From an optimization exercise on the open Yosys and OpenROAD flow, aimed at small area, a short achievable clock period and few clock cycles per item; shortcuts taken in it are not production practice.
RTL that was checked went through simulation tests only; none was proved equivalent to the original.
Power and IR drop assume default switching activity.

## desc_intake
module desc_intake (
    input  wire        clk,
    input  wire        rst,
    input  wire [1:0]  variant,      
    input  wire        in_valid,
    output wire        in_ready,
    input  wire [31:0] in_data,
    input  wire [5:0]  in_ring,
    input  wire [63:0] in_now,
    input  wire        rel_valid,
    input  wire [6:0]  rel_slot,
    output reg         out_valid,
    input  wire        out_ready,
    output reg         out_accept,
    output reg  [7:0]  out_status,
    output reg  [31:0] out_result,
    output reg  [15:0] out_tag,
    output reg  [15:0] out_opcode,
    output reg  [5:0]  out_ring
);
    localparam [7:0] ST_DEADLINE_MISSED = 8'h03;
    localparam [7:0] ST_BAD_OPCODE      = 8'h10;
    localparam [7:0] ST_BAD_PARAM       = 8'h11;
    localparam [7:0] ST_BAD_CHECK       = 8'h12;
    localparam [7:0] ST_TAG_BUSY        = 8'h13;
    localparam [7:0] ST_UNIT_ABSENT     = 8'h14;
    localparam [31:0] SIXTY_S_LO = 32'hF847_5800;    
    localparam [31:0] SIXTY_S_HI = 32'h0000_000D;
    reg         in_ready_q;
    reg  [3:0]  word;         
    reg         v_q;          
    reg  [31:0] d_q;
    reg  [31:0] n_q;          
    reg  [5:0]  ring_q;
    wire take = in_valid && in_ready_q;
    assign in_ready = in_ready_q;
    reg  [15:0] st;           
    reg  [1:0]  variant_q;
    wire w0  = st[0];
    wire w1  = st[1];
    wire w14 = st[14];
    wire w15 = st[15];
  ...
For scale: ~2600 cells after synthesis, roughly 960 flip-flops, about 200 I/O pins.
Settings: LEC_CHECK=0, CAP_MARGIN=20, CORE_MARGIN=2, CORE_UTILIZATION=40, CTS_CLUSTER_DIAMETER=100, CTS_CLUSTER_SIZE=30, PLACE_DENSITY=0.6, SETUP_SLACK_MARGIN=4.5, SLEW_MARGIN=20; clock period 7.0 ns.
run.sh (not shown) runs the stock make flow with config.mk's settings and CLKGATE_MAP_FILE= SYNTH_SCRIPT=/design/flow/synth_recipe.tcl, a recipe that flattens the netlist after the stock synthesis.
Change:
--- a/flow/design.v
+++ b/flow/design.v
@@ -131,19 +131,21 @@
     wire t99 = x[8] ^ t52;
     wire t100 = x[17] ^ t56;
     wire t101 = x[20] ^ t55;
     wire t102 = t40 ^ t60;
     wire t103 = t70 ^ t90;
     wire t104 = t52 ^ t59;
     wire t105 = t36 ^ t67;
-    assign crc_next[0] = ((t56 ^ ((x[28] ^ x[4]) ^ t47)) ^ (t61 ^ t92));
+    wire t106 = x[4] ^ t61;
+    wire t107 = t36 ^ t62;
+    assign crc_next[0] = (t106 ^ (t92 ^ (t56 ^ (x[28] ^ t47))));
     assign crc_next[1] = ((t71 ^ t93) ^ (t78 ^ (t53 ^ t48)));
     assign crc_next[2] = ((t79 ^ t80) ^ (((x[6] ^ t40) ^ t49) ^ (t67 ^ t68)));
     assign crc_next[3] = (t72 ^ (((t39 ^ t73) ^ t51) ^ (t57 ^ t81)));
-    assign crc_next[4] = (t94 ^ ((t36 ^ t74) ^ t62));
+    assign crc_next[4] = ((t74 ^ t94) ^ t107);
     assign crc_next[5] = (t72 ^ (((x[28] ^ x[6]) ^ t58) ^ t71));
     assign crc_next[6] = (t95 ^ (((t43 ^ t74) ^ t83) ^ t71));
     assign crc_next[7] = (t97 ^ ((t45 ^ t84) ^ t96));
     assign crc_next[8] = (((x[26] ^ t57) ^ t98) ^ (t86 ^ (t70 ^ t85)));
     assign crc_next[9] = (((t76 ^ (x[31] ^ t75)) ^ t99) ^ (t79 ^ (t45 ^ t48)));
     assign crc_next[10] = (t80 ^ ((t32 ^ t53) ^ t51));
     assign crc_next[11] = ((t58 ^ t84) ^ (t76 ^ (x[12] ^ t33)));
@@ -152,25 +154,25 @@
     assign crc_next[14] = (t101 ^ ((t57 ^ t88) ^ (t77 ^ (x[13] ^ t66))));
     assign crc_next[15] = (t62 ^ (((x[14] ^ x[20]) ^ t51) ^ t102));
     assign crc_next[16] = (t97 ^ (((x[29] ^ t73) ^ t60) ^ (t68 ^ t87)));
     assign crc_next[17] = (t98 ^ ((t35 ^ ((x[16] ^ x[1]) ^ (x[23] ^ x[28]))) ^ (t52 ^ t89)));
     assign crc_next[18] = (t103 ^ ((t41 ^ t43) ^ (((x[10] ^ x[22]) ^ (x[31] ^ x[9])) ^ (t32 ^ t37))));
     assign crc_next[19] = (t68 ^ (((x[18] ^ x[21]) ^ (x[24] ^ x[30])) ^ t51));
     assign crc_next[20] = ((t77 ^ (t44 ^ t64)) ^ t93);
-    assign crc_next[21] = (t94 ^ (((x[12] ^ x[1]) ^ (x[4] ^ x[9])) ^ t61));
+    assign crc_next[21] = (((x[9] ^ (x[12] ^ x[1])) ^ t94) ^ t106);
     assign crc_next[22] = (t63 ^ ((((x[14] ^ x[28]) ^ t41) ^ t49) ^ (t81 ^ t91)));
     assign crc_next[23] = (((x[20] ^ t54) ^ t78) ^ (t83 ^ t89));
     assign crc_next[24] = (((t34 ^ t69) ^ t100) ^ (t104 ^ t62));
     assign crc_next[25] = (((t38 ^ ((x[2] ^ x[31]) ^ t34)) ^ t105) ^ (t61 ^ t92));
     assign crc_next[26] = (t99 ^ (t103 ^ t105));
     assign crc_next[27] = (t72 ^ ((((x[18] ^ x[2]) ^ t42) ^ t88) ^ t63));
     assign crc_next[28] = ((t102 ^ t63) ^ (t85 ^ (t53 ^ t45)));
     assign crc_next[29] = ((t49 ^ t50) ^ (t60 ^ (((x[12] ^ x[23]) ^ t54) ^ t47)));
     assign crc_next[30] = (t104 ^ (((x[3] ^ t37) ^ t56) ^ (t57 ^ t91)));
-    assign crc_next[31] = (t62 ^ ((((x[22] ^ x[25]) ^ t36) ^ (t65 ^ t75)) ^ t61));
+    assign crc_next[31] = (((t75 ^ ((x[22] ^ x[25]) ^ t65)) ^ t61) ^ t107);
     reg          op_known;
     reg  [7:0]   op_kinds;
     reg  [4:0]   op_pid;
     always @* begin
         op_known = 1'b0;
         op_kinds = 8'h00;
         op_pid   = 5'd1;
Design area is about the same.
Setup slack gets worse by 91 ps.
Power shrinks by 4.2%.
Combinational power went down by about 11%.
Worst hold slack is worse by 6.4 ps.
Sequential power stays flat.
Global-route usage climbs by 0.35 points.
Count of clock-buffer cells in the layout falls by 4.
Wire length came out higher by 0.61%.
Area after synthesis came out lower by 0.66%.
Via count fell by about 1.5%.
No run of this note included a check of the RTL's function; only the layout flow was run.

* * *

main:
Another version of the RTL of desc_intake (not shown whole).
For scale: about 2600 cells after synthesis.
==> flow/design.v (excerpt) <==
module desc_intake (
    input  wire        clk,
    input  wire        rst,
    input  wire [1:0]  variant,      
    input  wire        in_valid,
    output wire        in_ready,
    input  wire [31:0] in_data,
    input  wire [5:0]  in_ring,
    input  wire [63:0] in_now,
    input  wire        rel_valid,
    input  wire [6:0]  rel_slot,
    output reg         out_valid,
    input  wire        out_ready,
    output reg         out_accept,
    output reg  [7:0]  out_status,
    output reg  [31:0] out_result,
    output reg  [15:0] out_tag,
    output reg  [15:0] out_opcode,
    output reg  [5:0]  out_ring
);
==> flow/config.mk <==
export PLATFORM = sky130hd
export DESIGN_NAME = desc_intake
export DESIGN_NICKNAME = desc_intake
export VERILOG_FILES = /design/flow/design.v
export SDC_FILE = /design/flow/constraint.sdc
export NUM_CORES = 4
export LEC_CHECK = 0
export CAP_MARGIN = 20
export CORE_MARGIN = 2
export CORE_UTILIZATION = 40
export CTS_CLUSTER_DIAMETER = 100
export CTS_CLUSTER_SIZE = 30
export PLACE_DENSITY = 0.6
export SETUP_SLACK_MARGIN = 4.5
export SLEW_MARGIN = 20
==> flow/constraint.sdc <==
create_clock -name core_clock -period 7.0 [get_ports {clk}]
set_input_delay 1.4000 -clock core_clock [delete_from_list [all_inputs] [get_ports {clk}]]
set_output_delay 1.4000 -clock core_clock [all_outputs]
set_load 0.01 [all_outputs]
Testbench counts of main, summed over its fixed seeds: cycles 51,224, items 3,200.
Modified inputs, the feature branch compared to main
-- flow/design.v --
<<< main, line 305
    reg  [2:0]   p;
    reg          pw_v;        
    wire [6:0] pw_slot = out_tag[6:0];
    wire [3:0] pw_gen  = out_tag[11:8];
    wire       rel_hit = rel_q && rel_slot_q == tag_q[6:0];
    reg  pend;        
>>> the feature branch, line 305
    reg  [2:0]   p;
    reg          pw_v;        
    reg  [6:0] pw_slot;       
    reg  [3:0] pw_gen;
    wire       rel_hit = rel_q && rel_slot_q == tag_q[6:0];
    reg  pend;        
<<< main, line 376
            out_result <= v_result;
            out_tag    <= tag_q;
            out_opcode <= op_q;
            out_ring   <= ring_q;
>>> the feature branch, line 376
            out_result <= v_result;
            out_tag    <= tag_q;
            pw_slot    <= tag_q[6:0];
            pw_gen     <= tag_q[11:8];
            out_opcode <= op_q;
            out_ring   <= ring_q;
## What came out
- Per the comparison of the feature branch with main, power has increased, die area has increased, layout-stage area growth over the synthesis result has increased, number of diodes has decreased.
- NOTE: final area in the feature branch exceeds that of main
- Final cell count sits lower in the feature branch than in main.
- The feature branch does better than main on via count.
- The feature branch: gate count after technology mapping 39 below main
- The final layouts of the feature branch and main pass the timing, DRC and antenna checks.
- main -> the feature branch: count of inserted tapcells delta 0, exact match
- Between the feature branch and main, count of multi-input combinational gates is lower for the feature branch, main comes in above that.
- From main to the feature branch the numbers moved as follows: slack of the critical path shrank by 0.051 ns, share of post-route cells with drive strength above 1 saw an increase.
No functional check of the RTL was part of the feature branch.

## static timing again, ports no longer ideal
The flow's constraints put no driver on any port. The routed layouts listed below were extracted and timed again, unchanged, in two steps. Step 1 assumes that a clkbuf_16 drives the clock port and a buf_2 every other input. Step 2, shift: input delay + t, output delay - t, t = (earliest + latest rising clock arrival at the registers) / 2. This alone moves slack from input paths to output paths. a / b / c = no drivers / after step 1 / after step 2; a / b = the first two.
run | shift t [ns] | slack for setup (ns) | hold WS [ns]
the first run of note 1 | 0.690 | 4.256 / 4.215 / 3.931 | 0.327 / 0.327 / 0.327
the second run of note 1 | 0.685 | 4.165 / 4.165 / 4.000 | 0.320 / 0.320 / 0.320
main | 0.682 | 4.267 / 4.203 / 4.010 | 0.319 / 0.319 / 0.319
the feature branch | 0.684 | 4.215 / 4.151 / 3.995 | 0.313 / 0.313 / 0.313
After both steps every run listed still meets setup and hold. For the first run of note 1, which loses most, drivers alone change the setup slack by -0.041 ns; drivers and shift together by -0.325 ns.
